Source: an optimization exercise on an open RTL-to-GDS flow (aim: small area, a short achievable clock period and few clock cycles per item). Production flows keep margins and buffers that such runs may drop.
RTL that was checked went through simulation tests only; none was proved equivalent to the original.

==> garnet: inputs <==
Design serac_cascade, start of the top module:
module serac_cascade (
    input  wire        clk,
    input  wire        rst,         
    input  wire        cfg_we,
    input  wire [5:0]  cfg_addr,    
    input  wire [31:0] cfg_data,
    input  wire        clr_state,   
    input  wire        in_valid,
    output wire        in_ready,
    input  wire [31:0] in_x,
    output reg         out_valid,
    output reg  [31:0] out_y
);
    function [1:0] fa(input a, input b, input c);
        fa = {(a & b) | (c & (a ^ b)), a ^ b ^ c};
    endfunction
    function [47:0] booth(input [31:0] x);
        integer j;
        reg h, m, l;
        begin
            for (j = 0; j < 16; j = j + 1) begin
                h = x[2*j+1];
                m = x[2*j];
                l = (j == 0) ? 1'b0 : x[2*j-1];
                booth[3*j]   = m ^ l;
                booth[3*j+1] = (h & ~m & ~l) | (~h & m & l);
                booth[3*j+2] = h;
            end
        end
    endfunction
    function [32:0] pprow(input [2:0] d, input [31:0] m);
        pprow = (({33{d[0]}} & {m[31], m}) | ({33{d[1]}} & {m, 1'b0})) ^ {33{d[2]}};
    endfunction
    function [127:0] ks2(input [63:0] a, input [63:0] b);
        reg [63:0] g, p, g2, p2;
        integer l, k;
        begin
            g = a & b;
            p = a ^ b;
            for (l = 1; l < 64; l = l * 2) begin
                g2 = g;
                p2 = p;
                for (k = l; k < 64; k = k + 1) begin
                    g2[k] = g[k] | (p[k] & g[k-l]);
                    p2[k] = p[k] & p[k-l];
                end
                g = g2;
                p = p2;
            end
            ks2 = {(a ^ b) ^ {g[62:0] | p[62:0], 1'b1}, (a ^ b) ^ {g[62:0], 1'b0}};
        end
    endfunction
    function [46:0] rd47(input [7:0] oh, input [375:0] v);
        integer e;
        begin
            rd47 = 47'd0;
            for (e = 0; e < 8; e = e + 1)
                rd47 = rd47 | ({47{oh[e]}} & v[47*e +: 47]);
        end
    endfunction
    function [45:0] rd46(input [7:0] oh, input [367:0] v);
        integer e;
        begin
            rd46 = 46'd0;
            for (e = 0; e < 8; e = e + 1)
                rd46 = rd46 | ({46{oh[e]}} & v[46*e +: 46]);
  ...
Settings: LEC_CHECK=0, CAP_MARGIN=20, CORE_MARGIN=2, CORE_UTILIZATION=40, PLACE_DENSITY=0.6, SETUP_SLACK_MARGIN=0.5, SLEW_MARGIN=20; clock period 20.0 ns.
standard.sh (not shown) runs the stock make flow with config.mk's settings and CLKGATE_MAP_FILE= SYNTH_SCRIPT=/design/flow/synth_recipe.tcl, a recipe that flattens the netlist after the stock synthesis.
==> flow/flow/run.sh <==
#!/bin/bash
set -euo pipefail
R=$PWD/orfs/results/sky130hd/serac_cascade/base
bash standard.sh synth > synth.log 2>&1
python3 flow/fa_polarity.py $R/1_2_yosys.v $R/1_2_yosys.pol.v > fa_polarity.log 2>&1
cp $R/1_2_yosys.v $R/1_2_yosys.std.v
mv $R/1_2_yosys.pol.v $R/1_2_yosys.v
rm -f $R/1_synth.odb $R/1_synth.sdc
bash standard.sh SETUP_SLACK_MARGIN=15 \
    "BUFFER_PORTS_ARGS=-buffer_cell sky130_fd_sc_hd__buf_4" \
    CTS_CLUSTER_SIZE=30 CTS_CLUSTER_DIAMETER=80 \
    finish > standard_flow.log 2>&1
Other scripts of this flow, unchanged in this note and not shown: flow/flow/fa_polarity.py
==> inputs of harbor, as changes to garnet <==
--- a/flow/design.v
+++ b/flow/design.v
@@ -20,15 +20,15 @@
         begin
             for (j = 0; j < 16; j = j + 1) begin
                 h = x[2*j+1];
                 m = x[2*j];
                 l = (j == 0) ? 1'b0 : x[2*j-1];
                 booth[3*j]   = m ^ l;
                 booth[3*j+1] = (h & ~m & ~l) | (~h & m & l);
-                booth[3*j+2] = h;
+                booth[3*j+2] = h & ~(m & l);       
             end
         end
     endfunction
     function [32:0] pprow(input [2:0] d, input [31:0] m);
         pprow = (({33{d[0]}} & {m[31], m}) | ({33{d[1]}} & {m, 1'b0})) ^ {33{d[2]}};
     endfunction
     function [127:0] ks2(input [63:0] a, input [63:0] b);
@@ -140,15 +140,14 @@
     end
     reg         ph;                 
     reg  [1:0]  busy;               
     reg  [2:0]  nsec0, nsec1;       
     reg  [1:0]  cnt;                
     reg         inbuf_v;
     reg  [31:0] inbuf_x;
-    reg         in_ready_r;         
     reg         in_ready_o;         
     reg         vA, lastA;
     reg  [2:0]  secA;
     reg  [7:0]  ohA;                
     reg  [47:0] xd_A;               
     reg  [31:0] b0_A;
     reg         vB, lastB;
@@ -3066,38 +3065,36 @@
     wire [2:0]  sh_n   = rd3(oh_n, shv);
     wire [31:0] x_in   = inbuf_v ? inbuf_x : in_x;
     wire [47:0] xd0    = booth(shsat(h0, sh_n));
     wire [47:0] xd1    = booth(shsat(h1, sh_n));
     wire [47:0] xdi    = booth(shsat({{4{x_in[31]}}, x_in}, sh_n));
     wire [47:0] xd_n   = cont ? (sel0 ? xd1 : xd0) : xdi;
     wire        fwd    = vD && secD == secA;
-    wire accept = in_valid & in_ready_r;
+    wire accept = in_valid & ~inbuf_v;            
     wire inbuf_next = (inbuf_v | accept) & ~start;
     always @(posedge clk) begin
         if (rst) begin
             ph         <= 1'b0;
             busy       <= 2'b00;
             cnt        <= 2'd3;
             inbuf_v    <= 1'b0;
-            in_ready_r <= 1'b1;
             in_ready_o <= 1'b1;
             vA         <= 1'b0;
             vB         <= 1'b0;
             vC         <= 1'b0;
             vD         <= 1'b0;
             out_valid  <= 1'b0;
         end else begin
             ph         <= ~ph;
             if (issue) begin
                 if (nt) busy[1] <= ~last_n;
                 else    busy[0] <= ~last_n;
             end
             cnt        <= start ? 2'd0 : (cnt == 2'd3 ? 2'd3 : cnt + 2'd1);
             inbuf_v    <= inbuf_next;
-            in_ready_r <= ~inbuf_next;
             in_ready_o <= ~inbuf_next;
             vA         <= issue;
             vB         <= vA;
             vC         <= vB;
             vD         <= vC;
             out_valid  <= vB & lastB;
         end
@@ -3127,10 +3124,10 @@
         w1_C  <= w1_cs;
         w2_C  <= w2_cs;
         a1_C  <= rd32(ohB, a1v);
         a2_C  <= rd32(ohB, a2v);
         secD  <= secC;
         v1_D  <= v1_cs;
         v2_D  <= v2_cs;
-        out_y <= y;
+        out_y <= rst ? 32'd0 : y;
     end
 endmodule
==> flow/flow/run.sh (replaced) <==
#!/bin/bash
set -euo pipefail
R=$PWD/orfs/results/sky130hd/serac_cascade/base
bash standard.sh synth > synth.log 2>&1
python3 flow/fa_polarity.py $R/1_2_yosys.v $R/1_2_yosys.pol.v > fa_polarity.log 2>&1
cp $R/1_2_yosys.v $R/1_2_yosys.std.v
mv $R/1_2_yosys.pol.v $R/1_2_yosys.v
rm -f $R/1_synth.odb $R/1_synth.sdc
bash standard.sh SETUP_SLACK_MARGIN=15 \
    "BUFFER_PORTS_ARGS=-buffer_cell sky130_fd_sc_hd__buf_4" \
    CTS_CLUSTER_SIZE=26 CTS_CLUSTER_DIAMETER=70 \
    finish > standard_flow.log 2>&1
==> comparison <==
garnet completed without violations. harbor completed with no timing, DRC or antenna violations.
Between garnet and harbor, the lower clock skew is in garnet (gap 0.043 ns).
Of harbor and garnet, harbor has the higher clock-buffer cell count (gap 21).
Between garnet and harbor, the lower global-route usage is in garnet (gap 0.54 points).
Of harbor and garnet, garnet has the higher sequential share of layout area (gap 0.71 points).
Between garnet and harbor, the lower non-clock buffer count is in garnet (gap 145).
In garnet the area after synthesis is lower than in harbor, by about 0.9%.
Routed wire length: garnet is lower than harbor (2.9%).
Against garnet, the maximum frequency of harbor is higher by 2.7%.
Of garnet and harbor, harbor has the higher cell count (gap about 3%, measured against harbor).
Testbench counts of garnet, summed over its fixed seeds: cycles 18,610, items 3,840.
The RTL of harbor was laid out without a check of its function.

## afterwards: timing with drivers on the ports
The results above use ideal ports. As a check the final layouts listed here were re-extracted and re-timed, cells and wires unchanged. Step 1 (the two cells are an assumption about what drives the block):
set clk [get_ports {clk}]
set_driving_cell -lib_cell sky130_fd_sc_hd__clkbuf_16 $clk
set_driving_cell -lib_cell sky130_fd_sc_hd__buf_2 [delete_from_list [all_inputs] $clk]
Step 2 also shifts input and output timing later by t, the mid clock arrival at the registers, as if the neighbouring blocks saw the same clock. a / b / c = ideal ports / drivers / drivers and shift; a / b = the first two.
| run | t (ns) | setup WS [ns] | worst setup path at the end | latest minus earliest clock arrival (ns) | cell pins on the clock port's net |
|---|---|---|---|---|---|
| garnet | 1.085 | 14.307 / 14.191 / 13.763 | input to register | 0.144 / 0.145 | 1 |
| harbor | 1.124 | 14.458 / 14.344 / 13.428 | input to register | 0.186 / 0.186 | 1 |
After both steps setup and hold are still met in every run listed. For harbor, which loses most, drivers alone change the setup slack by -0.114 ns; drivers and shift together by -1.030 ns.
